This is an optimization exercise on Yosys and OpenROAD, whose aim is small area and a short achievable clock period, not a production implementation.
Function was checked by simulation only, so behaviour that the tests miss may differ from the original.
Power and IR drop assume default switching activity.

--- flow/design.v ---
module rpt_tracker (
    input  wire        clk,
    input  wire        rst,
    input  wire        ev_valid,
    input  wire [1:0]  ev_op,         
    input  wire [29:0] ev_addr,
    input  wire [6:0]  ev_bit,        
    input  wire        ev_clean,      
    input  wire        ev_spare_full, 
    input  wire [5:0]  sel,
    output wire        rd_valid,
    output wire [29:0] rd_addr,
    output wire [3:0]  rd_count,
    output wire        rd_rewritten,
    output wire [6:0]  rd_bit,
    output wire [6:0]  rd_used,
    output reg         rw_valid,
    output wire [29:0] rw_addr,
    output reg         remap_valid,
    output wire [29:0] remap_addr,
    output reg         remap_full
);
    localparam N = 64;
    reg [N-1:0] e_valid;
    reg [29:0]  e_addr  [0:N-1];
    reg [3:0]   e_count [0:N-1];
    reg [N-1:0] e_rewr;
    reg [6:0]   e_bit   [0:N-1];
    reg [5:0]   q       [0:N-1];    
    reg [N-1:0] q_v;                
    reg [6:0]   used;
    reg [29:0]  req_addr;
    integer i, j;
    reg [N-1:0] hitv;       
    reg [N-1:0] freev;      
    reg [5:0]   hit_idx;
    reg [5:0]   free_idx;
    reg         all_before;
    always @* begin
        all_before = 1'b1;
        for (i = 0; i < N; i = i + 1) begin
            hitv[i]  = e_valid[i] & ~|(e_addr[i] ^ ev_addr);
            freev[i] = ~e_valid[i] & all_before;
            all_before = all_before & e_valid[i];
        end
        hit_idx  = 6'd0;
        free_idx = 6'd0;
        for (i = 0; i < N; i = i + 1) begin
            hit_idx  = hit_idx  | ({6{hitv[i]}}  & i[5:0]);
            free_idx = free_idx | ({6{freev[i]}} & i[5:0]);
        end
    end
    wire full = all_before;
    wire hit  = |hitv;
    reg [3:0] hit_count;
    reg       hit_rewr;
    always @* begin
        hit_count = 4'd0;
        hit_rewr  = 1'b0;
        for (i = 0; i < N; i = i + 1) begin
            hit_count = hit_count | ({4{hitv[i]}} & e_count[i]);
            hit_rewr  = hit_rewr  | (hitv[i] & e_rewr[i]);
        end
    end
    wire op_corr = ev_valid & (ev_op == 2'd0);
    wire op_wr   = ev_valid & (ev_op == 2'd1);
    wire op_rb   = ev_valid & (ev_op == 2'd2);
    wire rb_bad  = ~ev_clean & ~ev_spare_full;    
    wire op_free = op_wr | (op_rb & rb_bad);        
    reg [N-1:0] lruv;
    always @*
        for (i = 0; i < N; i = i + 1)
            lruv[i] = (q[N-1] == i[5:0]);
    wire [N-1:0] allocv = full ? lruv : freev;
    wire [5:0]   tgt_idx = hit ? hit_idx : full ? q[N-1] : free_idx;
    wire [N-1:0] tgtv   = hit ? hitv : allocv;
    wire is7 = hit_count == 4'd7;
    wire is8 = hit_count[3];
    wire [3:0] hit_inc = {hit_count[3] | (&hit_count[2:0]),
                          ~hit_count[3] & (hit_count[2] ^ (&hit_count[1:0])),
                          ~hit_count[3] & (hit_count[1] ^ hit_count[0]),
                          ~hit_count[3] & ~hit_count[0]};
    wire [3:0] corr_count = hit ? hit_inc : 4'd1;
    wire [3:0]  w_count = {4{op_corr}} & corr_count;
    wire        w_rewr  = hit & (hit_rewr | is7);
    wire [6:0] used_inc, used_dec;
    assign used_inc[0] = ~used[0];
    assign used_dec[0] = ~used[0];
    genvar g;
    generate
        for (g = 1; g < 7; g = g + 1) begin : g_used
            assign used_inc[g] = used[g] ^ (&used[g-1:0]);
            assign used_dec[g] = used[g] ^ ~(|used[g-1:0]);
        end
    endgenerate
    reg [N-1:0] q_stop;
    reg [N-1:0] q_shift;    
    reg         run;
    always @* begin
        run = 1'b1;
        for (i = 0; i < N; i = i + 1) begin
            q_stop[i]  = hit ? (q_v[i] & (q[i] == hit_idx)) : ~q_v[i];
            q_shift[i] = run;
            run = run & ~q_stop[i];
        end
    end
    always @(posedge clk) begin
        if (rst) begin
            used        <= 7'd0;
            rw_valid    <= 1'b0;
            remap_valid <= 1'b0;
            remap_full  <= 1'b0;
        end else begin
            rw_valid    <= op_corr & hit & is7;
            remap_valid <= op_rb & hit & rb_bad;
            remap_full  <= op_rb & hit & ~ev_clean & ev_spare_full;
            if (op_corr & ~hit & ~full)
                used <= used_inc;
            else if (op_free & hit)
                used <= used_dec;
        end
    end
    always @(posedge clk)
        req_addr <= ev_addr;
    always @(posedge clk) begin
        if (op_corr) begin
            q[0] <= tgt_idx;
            for (i = 1; i < N; i = i + 1)
                if (q_shift[i])
                    q[i] <= q[i-1];
        end
    end
    always @(posedge clk) begin
        if (rst)
            q_v <= {N{1'b0}};
        else if (op_corr)
            q_v <= {q_v[N-2:0] & q_shift[N-1:1], 1'b1} | (q_v & ~q_shift);
        else if (op_free)
            q_v <= q_v & ~q_stop;
    end
    always @(posedge clk) begin
        if (rst)
            e_valid <= {N{1'b0}};
        else
            e_valid <= (e_valid & ~({N{op_free}} & hitv)) | ({N{op_corr}} & tgtv);
    end
    always @(posedge clk) begin
        for (i = 0; i < N; i = i + 1) begin
            if (op_corr & tgtv[i]) begin
                e_addr[i] <= ev_addr;
                e_bit[i]  <= ev_bit;
                e_rewr[i] <= w_rewr;
            end
            if ((op_corr & tgtv[i]) | (op_rb & hitv[i]))
                e_count[i] <= w_count;
        end
    end
    localparam W = 43;
    reg [N-1:0] pick;
    reg [W-1:0] grp [0:7];
    reg [W-1:0] view;
    always @* begin
        for (i = 0; i < N; i = i + 1)
            pick[i] = (sel[2:0] == i[2:0]) & e_valid[i];
        for (i = 0; i < 8; i = i + 1) begin
            grp[i] = {W{1'b0}};
            for (j = 0; j < 8; j = j + 1)
                grp[i] = grp[i] | ({W{pick[8*i+j]}} &
                         {1'b1, e_addr[8*i+j], e_count[8*i+j], e_rewr[8*i+j], e_bit[8*i+j]});
        end
        view = {W{1'b0}};
        for (i = 0; i < 8; i = i + 1)
            view = view | ({W{sel[5:3] == i[2:0]}} & grp[i]);
    end
    wire        r_valid = view[42];
    wire [29:0] r_addr  = view[41:12];
    wire [3:0]  r_count = view[11:8];
    wire        r_rewr  = view[7];
    wire [6:0]  r_bit   = view[6:0];
    assign rd_valid     = r_valid;
    assign rd_addr      = r_addr;
    assign rd_count     = r_count;
    assign rd_rewritten = r_rewr;
    assign rd_bit       = r_bit;
    assign rd_used      = used;
    assign rw_addr      = req_addr;
    assign remap_addr   = req_addr;
endmodule
--- flow/config.mk ---
export PLATFORM = sky130hd
export DESIGN_NAME = rpt_tracker
export DESIGN_NICKNAME = rpt_tracker
export VERILOG_FILES = /design/flow/design.v
export SDC_FILE = /design/flow/constraint.sdc
export NUM_CORES = 4
export LEC_CHECK = 0
export CAP_MARGIN = 20
export CORE_MARGIN = 2
export CORE_UTILIZATION = 40
export CTS_CLUSTER_DIAMETER = 60
export CTS_CLUSTER_SIZE = 30
export PLACE_DENSITY = 0.6
export SETUP_SLACK_MARGIN = 4.5
export SLEW_MARGIN = 20
export TNS_END_PERCENT = 20
--- flow/constraint.sdc ---
create_clock -name core_clock -period 12.0 [get_ports {clk}]
set_input_delay 2.4000 -clock core_clock [delete_from_list [all_inputs] [get_ports {clk}]]
set_output_delay 2.4000 -clock core_clock [all_outputs]
set_load 0.01 [all_outputs]
--- flow/run.sh ---
#!/bin/bash
# synth_recipe.tcl (not shown) runs the flow's synth.tcl, then flattens the netlist and writes it again
# the make line also repeats each setting of config.mk as NAME=value (left out here)
make -C /OpenROAD-flow-scripts/flow DESIGN_CONFIG=/design/flow/config.mk WORK_HOME=/design/flow/orfs CLKGATE_MAP_FILE= SYNTH_SCRIPT=/design/flow/synth_recipe.tcl finish
==> flow_summary.toml, run 1 <==
[run_status]
outcome = "no timing/DRC/antenna violations"

[cts]
htree_levels = 5
cts_tree = "yes"
clk-insertion-delay-late_ns = 1.05
cts.sinks = 3239
clk_path_buf_depth = 4
cts-root-buf = "clkbuf_16"
cts_buffers = 336
clk_pin_slew_worst_paths_ns = 0.08

[worst_setup_path]
required_ns = 9.60
cp_num_cells = 12
cp_common_cell = "buf_12"
cp_top_family = "buffers and inverters"
reg2reg_from = "e_valid[16]"
crit_path_start = "sel[2]"
cp_slowest_cell = "a221oi_4"
crit_path_end_kind = "output port"
start_kind = "primary input"
crit_arrival_ns = 5.72
path_buf_inv = 6
r2r_cells = 17
path_cells = "buf_16, buf_12, nor3b_2, buf_12, buf_12, buf_4, and2_2, a221oi_4, a31oi_1, a21oi_4, nand4_1, buf_2"
slowest_delay_ns = 0.62
worst-setup-path-type = "primary input to output port"
cp_max_fo = 11

[yosys]
synth_edf_count = 3072
synthFlopType = "edfxtp_1"
syn_inst = 12000
ys_seq_elements = 3239
synth_area_mm2 = 0.156
synth.top_cell.area_share_pct = 59.0
yosysMostFrequentCell = "edfxtp_1"
netlist.top_cell.by_area = "edfxtp_1"
synthArstFlopShare_pct = 0
avgSynthCellArea_um2 = 13.1
synth_commonest_cells = "edfxtp_1, xnor2_1, nand4_1, a22oi_1, nand2_1"
ys.warnings.count = 6
synth.distinct_cells = 101
synthTopCellsByArea = "edfxtp_1, xnor2_1, nand4_1"
yosysSeqAreaShare_pct = 61.1

[route]
wl_um = 1020000
viasPerCell = 7.25
drtPass1Iterations = 10
drt-initial-drc-count = 25900
vias = 135000
detail-route-antenna-nets = 0
drc = 0
wl_per_cell_um = 54.7

[timing]
fmax_mhz = 123
rsz0062_at_grt = "true"
hold_violations = 0
worst_slack_ns = 3.88
tightest_slew_ns = 1.28
min_period_ns = 8.12
setup_violations = 0
skew_ns = 0.0725
whs_ns = 0.455
finalCritPeriodShare_pct = 67.7
maxSlewViolCount = 0
relSlewSlack_pct = 14.0

[cells_and_area]
stdcell_count = 18600
multi_input_area_mm2 = 0.0654
drive_gt1_share_pct = 25.0
regArea_mm2 = 0.0956
num-nets-final = 13100
synthToLayoutAreaGrowth_pct = 26.7
fillers = 33400
final_area_mm2 = 0.198

[die]
die_x_um = 629
io_pins = 163
die_y_um = 629
rows = 229
start_util_pct = 40.2
core_area_mm2 = 0.389
dieArea_mm2 = 0.396

[placement]
portBuffers = 162
gp_congestion = 1.10
dp_cells = 17200
placed_area_mm2 = 0.166
hpwl_um = 666000
place_ws_ns = 1.28

[grt]
overflow = 0
track_usage_pct = 47.7
grt_pass1_wl_um = 1250000
first_global_vias = 122000
grt_max_degree = 96
antenna_found_initial = 118

[power_and_ir_drop]
leakagePower_uw = 0.0627
p_per_area_mw_per_mm2 = 132
peakVddDrop_mv = 0.129

[hold_path]
hold_path.class = "register to register"
holdPathStages = 0
hp-start = "q[52][1]"

[job]
maxCapViolCount = 0
-- metrics by stage --
stage | TNS, ns | power (µW) | util, %
after floorplan | 0 | 13300 | -
after global placement | -6.26 | 13900 | 42.7
after detailed placement | 0 | 13900 | 42.7
after CTS | 0 | 25800 | 49.7
after global routing | 0 | 26400 | 50.9
final | 0 | 26200 | 50.9
-- sequential cells by signal, summed over array words and instances (netlist names), named ones only --
name	count
e_addr	1920
e_bit	448
q	384
e_count	256
e_rewr	64
e_valid	64
req_addr	30
used	7
q_v	1
remap_full	1
remap_valid	1
rw_valid	1
-- cells in the final DEF (no fill, tap or decap), types with 52 or more instances in the layout --
cell type / netlist / final
edfxtp_1: 3072 / 3072
xnor2_1: 1908 / 1746
nand4_1: 926 / 926
buf_4: 107 / 912
a22oi_1: 728 / 683
nand2_1: 471 / 434
clkbuf_16: 0 / 393
a22o_1: 387 / 368
nor2_1: 338 / 273
xor2_1: 264 / 249
nor4_1: 287 / 236
nand3_1: 353 / 231
o21ai_0: 234 / 224
a221oi_1: 399 / 198
a21oi_1: 253 / 169
dfxtp_1: 167 / 167
buf_6: 117 / 148
a221oi_2: 0 / 140
xnor2_2: 2 / 134
a31oi_1: 261 / 131
buf_12: 15 / 130
inv_1: 113 / 91
nor3_1: 116 / 91
nand3_4: 0 / 83
diode_2: 0 / 78
and2_4: 0 / 78
clkdlybuf4s50_1: 0 / 75
buf_16: 0 / 72
a31oi_2: 0 / 66
a31oi_4: 0 / 64
a221oi_4: 0 / 61
and4_1: 58 / 52
bufbuf_16: 0 / 52
-- worst reg2reg max path: stages, from the launching register on --
cell and delay, ns:
dfxtp_1 0.76, nand3_1 0.38, nor4_1 0.65, and3_1 0.30
and4_1 0.60, nand4_1 0.33, nor4_1 0.41, nand3_1 0.33
nor2_1 0.30, nand2_1 0.09, buf_4 0.25, nor2_1 0.25
nand3b_1 0.57, a21oi_1 0.87, o21ai_0 0.20, buf_4 0.24
inv_2 0.14, buf_4 0.60
-- final cells by class --
class	instances	share of cell area [%]
Clock buffer	359	4.35
Timing Repair Buffer	1516	8.90
Clock inverter	269	1.88
Inverter	113	0.228
Tap cell	5197	3.28
Multi-Input combinational cell	7846	33.0
Sequential cell	3239	48.2
Antenna cell	78	0.0985
-- timing repair --
item,4_1_cts,5_1_grt
buffers inserted,406,185
gates cloned,102,56
gates resized for setup,1839,287
hold buffers,0,0
pin swaps,346,89
endpoints found under the setup margin,3447,1563
-- where the power goes --
group	total (µW)	switching (µW)	internal, µW
combinational	1890	1310	584
clock	11900	5790	6130
sequential	12300	18.1	12300
total	26200	7110	19000
-- layer usage --
layer | GRT usage (%) | wire length (µm)
met2 | 66.8 | 402000
met4 | 37.6 | 111000
met5 | 0.133 | 483
met3 | 19.6 | 157000
met1 | 58.0 | 348000
-- cell families after synthesis --
kind of cell               Yosys count  synth area share, %
buffers and inverters              929                 3.42
muxes                               23                0.155
xor gates and xnor gates          2175                 12.2
AOI/OAI and AO/OA                 2543                 12.0
and+or+nand+nor                   3060                 11.1
DFF                               3239                 61.1
adders and majority gates            2               0.0160
-- worst paths after layout --
| path | end | slack [ns] |
|---|---|---|
| worst max-delay path | rd_addr[15] | 3.88 |
| worst min-delay path | q[53][1] | 0.45 |
| worst max register to register | e_addr[55][4] | 4.30 |
| worst min register to register | q[53][1] | 0.45 |
==> inputs of run 2 (changes only) <==
--- a/flow/design.v
+++ b/flow/design.v
@@ -31,17 +31,34 @@
     reg [6:0]   used;
     reg [29:0]  req_addr;
     integer i, j;
+    function [63:0] pre_and(input [63:0] x);
+        integer g, k;
+        reg [7:0] grp_all, grp_pre;
+        reg       w;
+        begin
+            for (g = 0; g < 8; g = g + 1)
+                grp_all[g] = &x[8*g +: 8];
+            grp_pre[0] = 1'b1;
+            for (g = 1; g < 8; g = g + 1)
+                grp_pre[g] = grp_pre[g-1] & grp_all[g-1];
+            for (g = 0; g < 8; g = g + 1) begin
+                w = 1'b1;
+                for (k = 0; k < 8; k = k + 1) begin
+                    pre_and[8*g+k] = grp_pre[g] & w;
+                    w = w & x[8*g+k];
+                end
+            end
+        end
+    endfunction
     reg [N-1:0] hitv;       
     reg [N-1:0] freev;      
     reg [5:0]   hit_idx;
     reg [5:0]   free_idx;
-    reg         all_before;
-    always @* begin
-        all_before = 1'b1;
+    wire [N-1:0] valid_before = pre_and(e_valid);
+    always @* begin
         for (i = 0; i < N; i = i + 1) begin
             hitv[i]  = e_valid[i] & ~|(e_addr[i] ^ ev_addr);
-            freev[i] = ~e_valid[i] & all_before;
-            all_before = all_before & e_valid[i];
+            freev[i] = ~e_valid[i] & valid_before[i];
         end
         hit_idx  = 6'd0;
         free_idx = 6'd0;
@@ -50,7 +67,7 @@
             free_idx = free_idx | ({6{freev[i]}} & i[5:0]);
         end
     end
-    wire full = all_before;
+    wire full = &e_valid;
     wire hit  = |hitv;
     reg [3:0] hit_count;
     reg       hit_rewr;
@@ -94,16 +111,10 @@
         end
     endgenerate
     reg [N-1:0] q_stop;
-    reg [N-1:0] q_shift;    
-    reg         run;
-    always @* begin
-        run = 1'b1;
-        for (i = 0; i < N; i = i + 1) begin
-            q_stop[i]  = hit ? (q_v[i] & (q[i] == hit_idx)) : ~q_v[i];
-            q_shift[i] = run;
-            run = run & ~q_stop[i];
-        end
-    end
+    always @*
+        for (i = 0; i < N; i = i + 1)
+            q_stop[i] = hit ? (q_v[i] & (q[i] == hit_idx)) : ~q_v[i];
+    wire [N-1:0] q_shift = pre_and(~q_stop);    
     always @(posedge clk) begin
         if (rst) begin
             used        <= 7'd0;
@@ -156,22 +167,27 @@
         end
     end
     localparam W = 43;
-    reg [N-1:0] pick;
-    reg [W-1:0] grp [0:7];
-    reg [W-1:0] view;
-    always @* begin
-        for (i = 0; i < N; i = i + 1)
+    reg [N-1:0]   pick;
+    reg [7:0]     gsel;
+    reg [N*W-1:0] rows;
+    always @* begin
+        for (i = 0; i < N; i = i + 1) begin
             pick[i] = (sel[2:0] == i[2:0]) & e_valid[i];
-        for (i = 0; i < 8; i = i + 1) begin
-            grp[i] = {W{1'b0}};
-            for (j = 0; j < 8; j = j + 1)
-                grp[i] = grp[i] | ({W{pick[8*i+j]}} &
-                         {1'b1, e_addr[8*i+j], e_count[8*i+j], e_rewr[8*i+j], e_bit[8*i+j]});
-        end
-        view = {W{1'b0}};
+            rows[W*i +: W] = {1'b1, e_addr[i], e_count[i], e_rewr[i], e_bit[i]};
+        end
         for (i = 0; i < 8; i = i + 1)
-            view = view | ({W{sel[5:3] == i[2:0]}} & grp[i]);
-    end
+            gsel[i] = (sel[5:3] == i[2:0]);
+    end
+    wire [8*W-1:0] grps;
+    wire [W-1:0]   view;
+    genvar gi;
+    generate
+        for (gi = 0; gi < 8; gi = gi + 1) begin : g_grp
+            rpt_tracker_pick8 #(.W(W)) u_grp (
+                .s(pick[8*gi +: 8]), .d(rows[8*W*gi +: 8*W]), .y(grps[W*gi +: W]));
+        end
+    endgenerate
+    rpt_tracker_pick8 #(.W(W)) u_view (.s(gsel), .d(grps), .y(view));
     wire        r_valid = view[42];
     wire [29:0] r_addr  = view[41:12];
     wire [3:0]  r_count = view[11:8];
@@ -186,3 +202,15 @@
     assign rw_addr      = req_addr;
     assign remap_addr   = req_addr;
 endmodule
+module rpt_tracker_pick8 #(parameter W = 1) (
+    input  wire [7:0]     s,
+    input  wire [8*W-1:0] d,
+    output reg  [W-1:0]   y
+);
+    integer k;
+    always @* begin
+        y = {W{1'b0}};
+        for (k = 0; k < 8; k = k + 1)
+            y = y | ({W{s[k]}} & d[W*k +: W]);
+    end
+endmodule
--- a/flow/config.mk
+++ b/flow/config.mk
@@ -7,10 +7,12 @@
 export LEC_CHECK = 0
 export CAP_MARGIN = 20
 export CORE_MARGIN = 2
-export CORE_UTILIZATION = 40
+export CORE_UTILIZATION = 45
 export CTS_CLUSTER_DIAMETER = 60
 export CTS_CLUSTER_SIZE = 30
-export PLACE_DENSITY = 0.6
-export SETUP_SLACK_MARGIN = 4.5
+export PLACE_DENSITY = 0.62
+export SETUP_SLACK_MARGIN = 4.4
 export SLEW_MARGIN = 20
-export TNS_END_PERCENT = 20
+export SYNTH_HIERARCHICAL = 1
+export SYNTH_MINIMUM_KEEP_SIZE = 0
+export TNS_END_PERCENT = 10
==> flow_summary.toml, run 2 <==
[run_status]
outcome = "no timing/DRC/antenna violations"

[cts]
clk_pin_slew_worst_paths_ns = 0.09
cts.sinks = 3239
clk_path_buf_depth = 4
cts_buffers = 310
cts-root-buf = "clkbuf_16"
htree_levels = 5
cts_tree = "yes"
cts_hold_buf = 0
clk-insertion-delay-late_ns = 1.03

[cells_and_area]
final_cell_mix = "edfxtp_1, xnor2_1, a22oi_1"
multi_input_area_mm2 = 0.0593
num-nets-final = 12700
largest_reg_flops = 1920
reg_top3 = "e_addr: 1920 flops, e_bit: 448 flops, q: 384 flops"
final_area_mm2 = 0.185
regArea_mm2 = 0.0956
stdcell_count = 17700
final_common_cell = "edfxtp_1"
fillers = 29600
regMostFlops = "e_addr"
drive_gt1_share_pct = 17.7
synthToLayoutAreaGrowth_pct = 16.1

[power_and_ir_drop]
fin_total_pwr_uw = 24700
peakVddDrop_mv = 0.117
power_frac_comb_pct = 6.2
clkPwrFrac_pct = 43.9
p_sw_share_pct = 26.2
p_per_area_mw_per_mm2 = 134
net-switching-power_uw = 6490
internal_power_uw = 18200
leakagePower_uw = 0.0568
power.share.sequential_pct = 49.9

[route]
drt-initial-drc-count = 25300
detail-route-antenna-nets = 0
viasPerCell = 7.25
vias = 128000
wl_per_cell_um = 48.2
wl_um = 853000
drc = 0
drtPass1Iterations = 16

[worst_setup_path]
r2r_cells = 18
start_kind = "primary input"
crit_arrival_ns = 6.11
r2r_setup_slack_ns = 4.07
r2r-end = "e_addr[10][13]"
cp_max_fo = 10
crit_path_end_kind = "output port"
worst-setup-path-type = "primary input to output port"
required_ns = 9.60
reg2reg_from = "e_valid[13]"

[timing]
tightest_slew_ns = 1.36
skew_ns = 0.0944
finalCritPeriodShare_pct = 70.9
hold_violations = 0
setup_violations = 0
fmax_mhz = 117
maxSlewViolCount = 0
fin_setup_tns_ns = 0
relSlewSlack_pct = 8.42
min_period_ns = 8.51
rsz0062_at_grt = "true"

[yosys]
synth_commonest_cells = "edfxtp_1, xnor2_1, a22oi_1, nand4_1, buf_6"
ys.warnings.count = 12
synthTopCellsByArea = "edfxtp_1, xnor2_1, a22oi_1"
synth.distinct_cells = 106
synthArstFlopShare_pct = 0
synth_area_mm2 = 0.159
syn_inst = 12000
synth.top_cell.area_share_pct = 58.0
ys_seq_elements = 3239
synth_edf_count = 3072
avgSynthCellArea_um2 = 13.3
yosysSeqAreaShare_pct = 60.1
synthFlopType = "edfxtp_1"
netlist.top_cell.by_area = "edfxtp_1"
yosysMostFrequentCell = "edfxtp_1"

[hold_path]
hold_path.class = "register to register"
holdPathStages = 0
hold-path-endpoint = "q[24][4]"
hp-start = "q[23][4]"

[placement]
gp_congestion = 1.15
dp_cells = 16700
placed_area_mm2 = 0.165
hpwl_um = 578000
portBuffers = 162

[die]
die_x_um = 598
start_util_pct = 45.1
core_area_mm2 = 0.352
rows = 218
die_y_um = 598
io_pins = 163
dieArea_mm2 = 0.358

[grt]
first_global_vias = 117000
grt_pass1_wl_um = 1110000
overflow = 0
grt_max_degree = 65
antenna_found_initial = 126
track_usage_pct = 46.4

[job]
maxCapViolCount = 0
[run 2: cell count changes after synthesis, sizes merged, moves of 86 or more]
cell / change
a221oi: -335
nand3: -94
a21oi: -134
a22o: -340
a22oi: +885
buf: +315
clkbuf: -318
a31oi: -200
xor2: +86
nand4: +258
xnor2: -104
[run 2: critical path: stages]
cell	delay (ns)
buf_12	0.14
and3b_2	0.23
buf_12	0.18
and2_4	0.20
buf_12	0.15
a22oi_2	0.35
nand4_1	0.55
a22oi_2	0.99
nand4_1	0.58
buf_2	0.32
[run 2: area by class of cell]
type	count	area share, %
inverters	121	0.254
flip-flops and latches	3239	51.8
well taps	4730	3.21
multi-input cells	7899	32.1
clock inverters	244	1.67
clock buffers	329	4.32
diodes	74	0.100
repair buffers	1069	6.53
[run 2: logic make-up (layout without fill, tap and decap cells)]
group	Yosys count	count (layout)	synth area share [%]
flops	3239	3239	60.1
simple gates	3220	3247	11.8
compound gates	2409	2409	11.0
xor+xnor	2157	2157	11.9
buf+inv	934	1763	5.01
mux	20	20	0.132
fa+ha+maj	2	2	0.0157
other cells	1	138	0.00236
[run 2: timing repair]
item	in CTS	in global routing
endpoints found under the setup margin	3420	2734
pin swaps	281	11
resized for setup	1160	15
cloned	84	1
setup buffers	243	18
[run 2: worst max path at each step]
stage	start	slack, ns	end	cells after the start
after detailed placement	ev_addr[11]	0.92	q[45][2]	21
after floorplan	ev_addr[14]	3.44	e_count[60][0]	22
final	sel[0]	3.49	rd_addr[28]	10
after global routing	sel[1]	3.78	rd_addr[5]	12
after CTS	e_valid[3]	4.00	e_addr[31][18]	16
after global placement	ev_addr[24]	1.05	q[45][5]	22
[run 2: power groups by stage]
stage / logic (µW) / clock network, µW / registers (µW)
6_report: 1540 / 10900 / 12300
5_1_grt: 1530 / 11200 / 12300
4_1_cts: 1460 / 10800 / 12300
3_5_place_dp: 1230 / 0 / 12600
3_3_place_gp: 1230 / 0 / 12600
2_1_floorplan: 659 / 0 / 12600
[run 2: stage by stage]
step | setup slack, ns | util (%) | hold WS, ns
final | 3.49 | 52.4 | 0.444
after global routing | 3.78 | 52.4 | 0.436
after CTS | 4.00 | 52.3 | 0.422
after detailed placement | 0.922 | 46.8 | 0.456
after global placement | 1.05 | 46.8 | 0.440
after floorplan | 3.44 | - | 0.426
[run 2: per-layer routing]
layer / vias to the layer above / share of wire [%] / GRT usage, %
met3: 2789 / 15 / 17.9
met2: 12200 / 41 / 64.9
li1: 48800 / - / -
met1: 64500 / 35 / 58.0
met5: - / 0.055 / 0.0134
met4: 70 / 9.2 / 34.7
==> inputs of run 3 (changes only) <==
--- a/flow/design.v
+++ b/flow/design.v
@@ -167,27 +167,40 @@
         end
     end
     localparam W = 43;
-    reg [N-1:0]   pick;
-    reg [7:0]     gsel;
     reg [N*W-1:0] rows;
-    always @* begin
-        for (i = 0; i < N; i = i + 1) begin
-            pick[i] = (sel[2:0] == i[2:0]) & e_valid[i];
+    always @*
+        for (i = 0; i < N; i = i + 1)
             rows[W*i +: W] = {1'b1, e_addr[i], e_count[i], e_rewr[i], e_bit[i]};
-        end
-        for (i = 0; i < 8; i = i + 1)
-            gsel[i] = (sel[5:3] == i[2:0]);
-    end
     wire [8*W-1:0] grps;
     wire [W-1:0]   view;
-    genvar gi;
+    genvar gi, ki;
     generate
         for (gi = 0; gi < 8; gi = gi + 1) begin : g_grp
-            rpt_tracker_pick8 #(.W(W)) u_grp (
-                .s(pick[8*gi +: 8]), .d(rows[8*W*gi +: 8*W]), .y(grps[W*gi +: W]));
+            for (ki = 0; ki < 4; ki = ki + 1) begin : g_slice
+                localparam LO = 11 * ki;
+                localparam SW = (ki == 3) ? 10 : 11;
+                wire [8*SW-1:0] d;
+                genvar ei;
+                for (ei = 0; ei < 8; ei = ei + 1) begin : g_e
+                    assign d[SW*ei +: SW] = rows[W*(8*gi+ei) + LO +: SW];
+                end
+                rpt_tracker_rdsel #(.W(SW)) u_sel (
+                    .a(sel[2:0]), .en(e_valid[8*gi +: 8]), .d(d),
+                    .y(grps[W*gi + LO +: SW]));
+            end
+        end
+        for (ki = 0; ki < 4; ki = ki + 1) begin : g_view
+            localparam LO = 11 * ki;
+            localparam SW = (ki == 3) ? 10 : 11;
+            wire [8*SW-1:0] d;
+            genvar gj;
+            for (gj = 0; gj < 8; gj = gj + 1) begin : g_g
+                assign d[SW*gj +: SW] = grps[W*gj + LO +: SW];
+            end
+            rpt_tracker_rdsel #(.W(SW)) u_sel (
+                .a(sel[5:3]), .en(8'hff), .d(d), .y(view[LO +: SW]));
         end
     endgenerate
-    rpt_tracker_pick8 #(.W(W)) u_view (.s(gsel), .d(grps), .y(view));
     wire        r_valid = view[42];
     wire [29:0] r_addr  = view[41:12];
     wire [3:0]  r_count = view[11:8];
@@ -202,8 +215,9 @@
     assign rw_addr      = req_addr;
     assign remap_addr   = req_addr;
 endmodule
-module rpt_tracker_pick8 #(parameter W = 1) (
-    input  wire [7:0]     s,
+module rpt_tracker_rdsel #(parameter W = 1) (
+    input  wire [2:0]     a,
+    input  wire [7:0]     en,
     input  wire [8*W-1:0] d,
     output reg  [W-1:0]   y
 );
@@ -211,6 +225,6 @@
     always @* begin
         y = {W{1'b0}};
         for (k = 0; k < 8; k = k + 1)
-            y = y | ({W{s[k]}} & d[W*k +: W]);
+            y = y | ({W{(a == k[2:0]) & en[k]}} & d[W*k +: W]);
     end
 endmodule
--- a/flow/config.mk
+++ b/flow/config.mk
@@ -11,7 +11,7 @@
 export CTS_CLUSTER_DIAMETER = 60
 export CTS_CLUSTER_SIZE = 30
 export PLACE_DENSITY = 0.62
-export SETUP_SLACK_MARGIN = 4.4
+export SETUP_SLACK_MARGIN = 4.6
 export SLEW_MARGIN = 20
 export SYNTH_HIERARCHICAL = 1
 export SYNTH_MINIMUM_KEEP_SIZE = 0
==> flow_summary.toml, run 3 <==
[run_status]
outcome = "no timing/DRC/antenna violations"

[die]
rows = 220
start_util_pct = 45.2
dieArea_mm2 = 0.366
die_y_um = 605
core_area_mm2 = 0.359
die_x_um = 605
io_pins = 163

[timing]
setup_violations = 0
relSlewSlack_pct = 10.1
fin_setup_tns_ns = 0
min_period_ns = 7.80
maxSlewViolCount = 0
rsz0062_at_grt = "true"
skew_ns = 0.0802
tightest_slew_ns = 1.34
fmax_mhz = 128
finalCritPeriodShare_pct = 65.0
hold_violations = 0

[placement]
hpwl_um = 601000
portBuffers = 162
gp_congestion = 1.08

[grt]
antenna_found_initial = 101
use_met2_pct = 66.8
grt_util_met3_pct = 15.5
overflow = 0
grt_max_degree = 65
track_usage_pct = 46.4
met1_usage_pct = 59.0
first_global_vias = 121000
busiest_layer = "met2"
grt_pass1_wl_um = 1140000

[worst_setup_path]
slowest_delay_ns = 0.43
worst-setup-path-type = "primary input to output port"
path_buf_inv = 5
cp_max_fo = 40
path_cells = "buf_16, buf_12, buf_8, nor4b_2, buf_4, a22o_2, a221oi_2, nand3_1, a22oi_2, nand3_4, clkdlybuf4s15_2"
crit_path_end_kind = "output port"
cp_slowest_cell = "a22oi_2"
start_kind = "primary input"
required_ns = 9.60
cp_top_family = "buffers and inverters"
crit_arrival_ns = 5.40

[yosys]
synth_top_family_by_area = "simple AND/OR/NAND/NOR gates"
yosysSeqAreaShare_pct = 58.8
synth_edf_count = 3072
netlist.top_cell.by_area = "edfxtp_1"
synth_area_mm2 = 0.162
synth-xor-area-share_pct = 11.6
synthArstFlopShare_pct = 0
syn_inst = 12100
synth_compound_area_share_pct = 12.8
synthTopCellsByArea = "edfxtp_1, xnor2_1, a22oi_1"
synth_commonest_cells = "edfxtp_1, xnor2_1, a22oi_1, nand4_1, nand3_1"
avgSynthCellArea_um2 = 13.4
synthFlopType = "edfxtp_1"
ys.warnings.count = 13
synth.top_cell.area_share_pct = 56.8
synth.distinct_cells = 106
synth_mux_area_share_pct = 0.118
yosysMostFrequentCell = "edfxtp_1"
synthSimpleGateAreaFrac_pct = 13.3
ys_seq_elements = 3239
synthAdderAreaFrac_pct = 0.0154

[cts]
cts_buffers = 314
cts-root-buf = "clkbuf_16"
clk_pin_slew_worst_paths_ns = 0.10
clk_path_buf_depth = 4
cts_hold_buf = 0
cts.sinks = 3239
htree_levels = 5
clk-insertion-delay-late_ns = 1.02
cts_tree = "yes"

[route]
viasPerCell = 7.31
drc = 0
drt-initial-drc-count = 25000
wl_um = 908000
detail-route-antenna-nets = 0
vias = 133000
drtPass1Iterations = 7
wl_per_cell_um = 49.9

[cells_and_area]
synthToLayoutAreaGrowth_pct = 22.0
fillers = 29300
reg_top3 = "e_addr: 1920 flops, e_bit: 448 flops, q: 384 flops"
num-nets-final = 13100
final_cell_mix = "edfxtp_1, xnor2_1, nand4_1"
regArea_mm2 = 0.0956
multi_input_area_mm2 = 0.0694
regMostFlops = "e_addr"
drive_gt1_share_pct = 25.7
final_util_pct = 55.2
largest_reg_flops = 1920
final_common_cell = "edfxtp_1"

[power_and_ir_drop]
leakagePower_uw = 0.0647
p_per_area_mw_per_mm2 = 128
peakVddDrop_mv = 0.168

[hold_path]
hold_path.class = "register to register"

[job]
maxCapViolCount = 0
[run 3: final cells by class]
| cell class | count | share of cell area (%) |
|---|---|---|
| antenna | 60 | 0.0757 |
| clock buffer | 339 | 4.13 |
| clock inverter | 241 | 1.60 |
| inverter | 95 | 0.191 |
| multi-input combinational | 8163 | 35.0 |
| sequential | 3239 | 48.2 |
| tap | 4773 | 3.01 |
| timing repair buffer | 1280 | 7.77 |
[run 3: per-stage QoR]
stage	worst slack (ns)	hold slack [ns]	power (µW)	cells	instance area, µm²
2_1_floorplan	4.12	0.426	13300	12200	163000
3_3_place_gp	0.618	0.435	13900	17000	172000
3_5_place_dp	1.20	0.435	13900	17000	172000
4_1_cts	4.40	0.430	25100	17900	194000
5_1_grt	4.31	0.458	25700	18100	198000
6_report	4.20	0.436	25400	18200	198000
[run 3: timing repair]
| action | in CTS | in global routing |
|---|---|---|
| pin swaps | 279 | 64 |
| gates resized for setup | 1297 | 251 |
| buffers inserted | 243 | 157 |
| gates cloned | 81 | 48 |
| endpoints found under the setup margin | 3374 | 1503 |
[run 3: worst paths after layout]
path	startpoint	endpoint	slack [ns]	cells past startpoint
max	sel[0]	rd_bit[6]	4.20	11
min	q[14][5]	q[15][5]	0.44	0
max reg2reg	e_valid[0]	e_addr[30][9]	4.55	19
min reg2reg	q[14][5]	q[15][5]	0.44	0
[run 3: kinds of logic after synthesis]
kind of cell | count (synthesis)
compound gates | 2418
xor+xnor | 2159
fa+ha+maj | 2
buf+inv | 812
flops | 3239
mux | 18
other cells | 1
simple gates | 3463
[run 3: routing by layer]
layer / up-vias / routed length, µm
met2: 12100 / 373000
li1: 50600 / -
met3: 2762 / 129000
met1: 67500 / 323000
met5: - / 283
met4: 38 / 83200
[run 3: where the power goes]
part | switching, µW | total, µW | internal, µW
clock | 5490 | 11100 | 5660
combinational | 1270 | 1880 | 607
sequential | 16.1 | 12300 | 12300
total | 6770 | 25400 | 18600
[run 3: worst register-to-register path, cell delays in order, from the launching register on]
cell     delay (ns)
dfxtp_1        0.31
buf_4          0.36
and4_1         0.42
nand4_1        0.24
nor4_1         0.45
nand4_1        0.14
buf_4          0.22
nor4_2         0.43
nand2_1        0.37
nor2_1         0.31
and3_1         0.30
nand3_1        0.27
or4_1          0.60
buf_4          0.20
nor2_2         0.41
nand2_2        0.34
o21ai_0        0.36
nand2_1        0.22
nand2_2        0.54
buf_4          0.58
==> inputs of run 4 (changes only) <==
--- a/flow/config.mk
+++ b/flow/config.mk
@@ -11,7 +11,7 @@
 export CTS_CLUSTER_DIAMETER = 60
 export CTS_CLUSTER_SIZE = 30
 export PLACE_DENSITY = 0.62
-export SETUP_SLACK_MARGIN = 4.6
+export SETUP_SLACK_MARGIN = 4.35
 export SLEW_MARGIN = 20
 export SYNTH_HIERARCHICAL = 1
 export SYNTH_MINIMUM_KEEP_SIZE = 0
==> flow_summary.toml, run 4 <==
[yosys]
synth_commonest_cells = "edfxtp_1, xnor2_1, a22oi_1, nand4_1, nand3_1"
syn_inst = 12100
netlist.top_cell.by_area = "edfxtp_1"
ys_seq_elements = 3239
avgSynthCellArea_um2 = 13.4
ys.warnings.count = 13
synth_top_family_by_area = "simple AND/OR/NAND/NOR gates"
yosysSeqAreaShare_pct = 58.8
synth_edf_count = 3072
synthFlopType = "edfxtp_1"
synth_compound_area_share_pct = 12.8
synthAdderAreaFrac_pct = 0.0154
synthArstFlopShare_pct = 0
synth_mux_area_share_pct = 0.118
synth.top_cell.area_share_pct = 56.8
synthSimpleGateAreaFrac_pct = 13.3
synth-xor-area-share_pct = 11.6
synthTopCellsByArea = "edfxtp_1, xnor2_1, a22oi_1"
synth_area_mm2 = 0.162
yosysMostFrequentCell = "edfxtp_1"
synth.distinct_cells = 106

[cts]
clk_pin_slew_worst_paths_ns = 0.09
htree_levels = 5
cts.sinks = 3239
cts_hold_buf = 0
cts_tree = "yes"
cts_buffers = 321
clk_path_buf_depth = 4
clk-insertion-delay-late_ns = 1.00
cts-root-buf = "clkbuf_16"

[die]
rows = 220
core_area_mm2 = 0.359
die_y_um = 605
dieArea_mm2 = 0.366
start_util_pct = 45.2
io_pins = 163
die_x_um = 605

[timing]
rsz0062_at_grt = "true"
setup_violations = 0
fmax_mhz = 122
min_period_ns = 8.21
maxSlewViolCount = 0
finalCritPeriodShare_pct = 68.4
hold_violations = 0
relSlewSlack_pct = 10.4
tightest_slew_ns = 1.33
skew_ns = 0.0643
fin_setup_tns_ns = 0

[route]
vias = 130000
detail-route-antenna-nets = 0
viasPerCell = 7.26
drt-initial-drc-count = 25200
wl_per_cell_um = 48.6
drc = 0
wl_um = 870000
drtPass1Iterations = 9

[cells_and_area]
fillers = 29900
final_util_pct = 53.6
largest_reg_flops = 1920
synthToLayoutAreaGrowth_pct = 18.5
final_common_cell = "edfxtp_1"
final_cell_mix = "edfxtp_1, xnor2_1, nand4_1"
regMostFlops = "e_addr"
num-nets-final = 12900
reg_top3 = "e_addr: 1920 flops, e_bit: 448 flops, q: 384 flops"
drive_gt1_share_pct = 22.9

[worst_setup_path]
crit_arrival_ns = 5.81
crit_path_end_kind = "output port"
cp_common_cell = "bufbuf_16"
cp_max_fo = 16
required_ns = 9.60
worst-setup-path-type = "primary input to output port"
path_cells = "bufbuf_16, bufbuf_16, and4b_1, a22oi_1, nand3_1, a221oi_4, nand3_2, dlygate4sd2_1"
slowest_delay_ns = 0.67
start_kind = "primary input"
cp_slowest_cell = "a221oi_4"

[grt]
antenna_found_initial = 110
grt_pass1_wl_um = 1140000
track_usage_pct = 46.4
grt_max_degree = 65
first_global_vias = 121000
overflow = 0

[job]
maxCapViolCount = 0

[hold_path]
hold_path.class = "register to register"

[placement]
gp_congestion = 1.08
hpwl_um = 609000
portBuffers = 162

[power_and_ir_drop]
p_per_area_mw_per_mm2 = 131
peakVddDrop_mv = 0.118
leakagePower_uw = 0.0618

[run_status]
outcome = "no timing/DRC/antenna violations"
[run 4: critical path: cells and delay by family]
| family | cells | cell delay [ns] |
|---|---|---|
| AO/OA/AOI/OAI | 2 | 1.25 |
| AND/OR/NAND/NOR | 3 | 1.03 |
| buffers and inverters | 3 | 1.05 |
[run 4: power breakdown]
| part | internal, µW | total, µW | switching [µW] |
|---|---|---|---|
| Clock | 5730 | 11300 | 5520 |
| Sequential | 12300 | 12300 | 17.1 |
| Combinational | 481 | 1610 | 1130 |
| Total | 18500 | 25200 | 6670 |
[run 4: worst paths after layout]
path,from,to,slack (ns),depth (start not counted)
worst max-delay path,sel[2],rd_addr[11],3.79,8
worst min-delay path,q[41][1],q[42][1],0.46,0
worst min register to register,q[41][1],q[42][1],0.46,0
worst max register to register,e_valid[14],e_addr[6][12],4.03,19
[run 4: cell type report]
type	count	area [µm²]	share of cell area (%)
clock inverters	253	3260	1.69
clock buffers	343	8320	4.32
flip-flops and latches	3239	95600	49.6
well taps	4773	5970	3.10
inverters	95	370	0.192
repair buffers	1008	11400	5.91
multi-input cells	8157	67500	35.1
diodes	49	123	0.0637
[run 4: repair_timing]
action / in CTS / in global routing
resized for setup: 1031 / 32
setup buffers: 130 / 15
pin swaps: 216 / 21
endpoints found under the setup margin: 3378 / 2073
gates cloned: 57 / 0
[run 4: per-stage QoR]
step / std cells / hold slack [ns] / area, µm² / setup slack (ns) / power [µW]
after floorplan: 12200 / 0.426 / 163000 / 3.82 / 13300
after global placement: 17100 / 0.446 / 172000 / 1.11 / 13900
after detailed placement: 17100 / 0.446 / 172000 / 1.39 / 13900
after CTS: 17900 / 0.454 / 192000 / 3.88 / 25100
after global routing: 17900 / 0.470 / 192000 / 4.03 / 25600
final: 17900 / 0.461 / 193000 / 3.79 / 25200
[run 4: cells by family (layout without fill, tap and decap cells)]
group | Yosys count | count (layout)
and+or+nand+nor | 3463 | 3464
DFF | 3239 | 3239
AOI/OAI and AO/OA | 2418 | 2418
xor gates and xnor gates | 2159 | 2159
buffers and inverters | 812 | 1699
muxes | 18 | 18
adders and majority gates | 2 | 2
other | 1 | 145
[run 4: per-layer routing]
| layer | track usage, % | part of all wire, % | up-vias |
|---|---|---|---|
| li1 | - | - | 49900 |
| met1 | 59.7 | 36 | 66000 |
| met2 | 64.6 | 41 | 11600 |
| met3 | 18.3 | 15 | 2494 |
| met4 | 30.1 | 8.0 | 56 |
| met5 | 0.575 | 0.074 | - |

-- static timing again, ports no longer ideal --
No port has a modelled driver above. Below, the same layouts with a new extraction and two added sets of constraints. Step 1: set_driving_cell puts a clkbuf_16 on clk and a buf_2 on each other input, an assumption about the parent block. Step 2 adds t to the input delays and takes it off the output delays; t is the mean of the earliest and latest rising clock arrival at the registers after step 1. Input paths then give back, and output paths get back, about the clock's delay inside the block. Three values: no drivers, after step 1, after step 2; two values: the first two.
run | shift t [ns] | slack for setup (ns) | hold slack, ns | worst setup path at the end | worst register clock-pin slew, ns
run 1 | 1.137 | 3.875 / 3.717 / 2.580 | 0.455 / 0.455 / 0.455 | input to register | 0.10 / 0.10
run 2 | 1.091 | 3.487 / 3.267 / 2.629 | 0.444 / 0.444 / 0.444 | input to register | 0.10 / 0.10
run 3 | 1.104 | 4.196 / 3.617 / 2.799 | 0.436 / 0.436 / 0.436 | input to register | 0.10 / 0.10
run 4 | 1.095 | 3.793 / 3.215 / 2.545 | 0.461 / 0.461 / 0.461 | input to register | 0.10 / 0.10
After both steps every run listed still meets setup and hold. For run 3, which loses most, drivers alone change the setup slack by -0.579 ns; drivers and shift together by -1.397 ns.
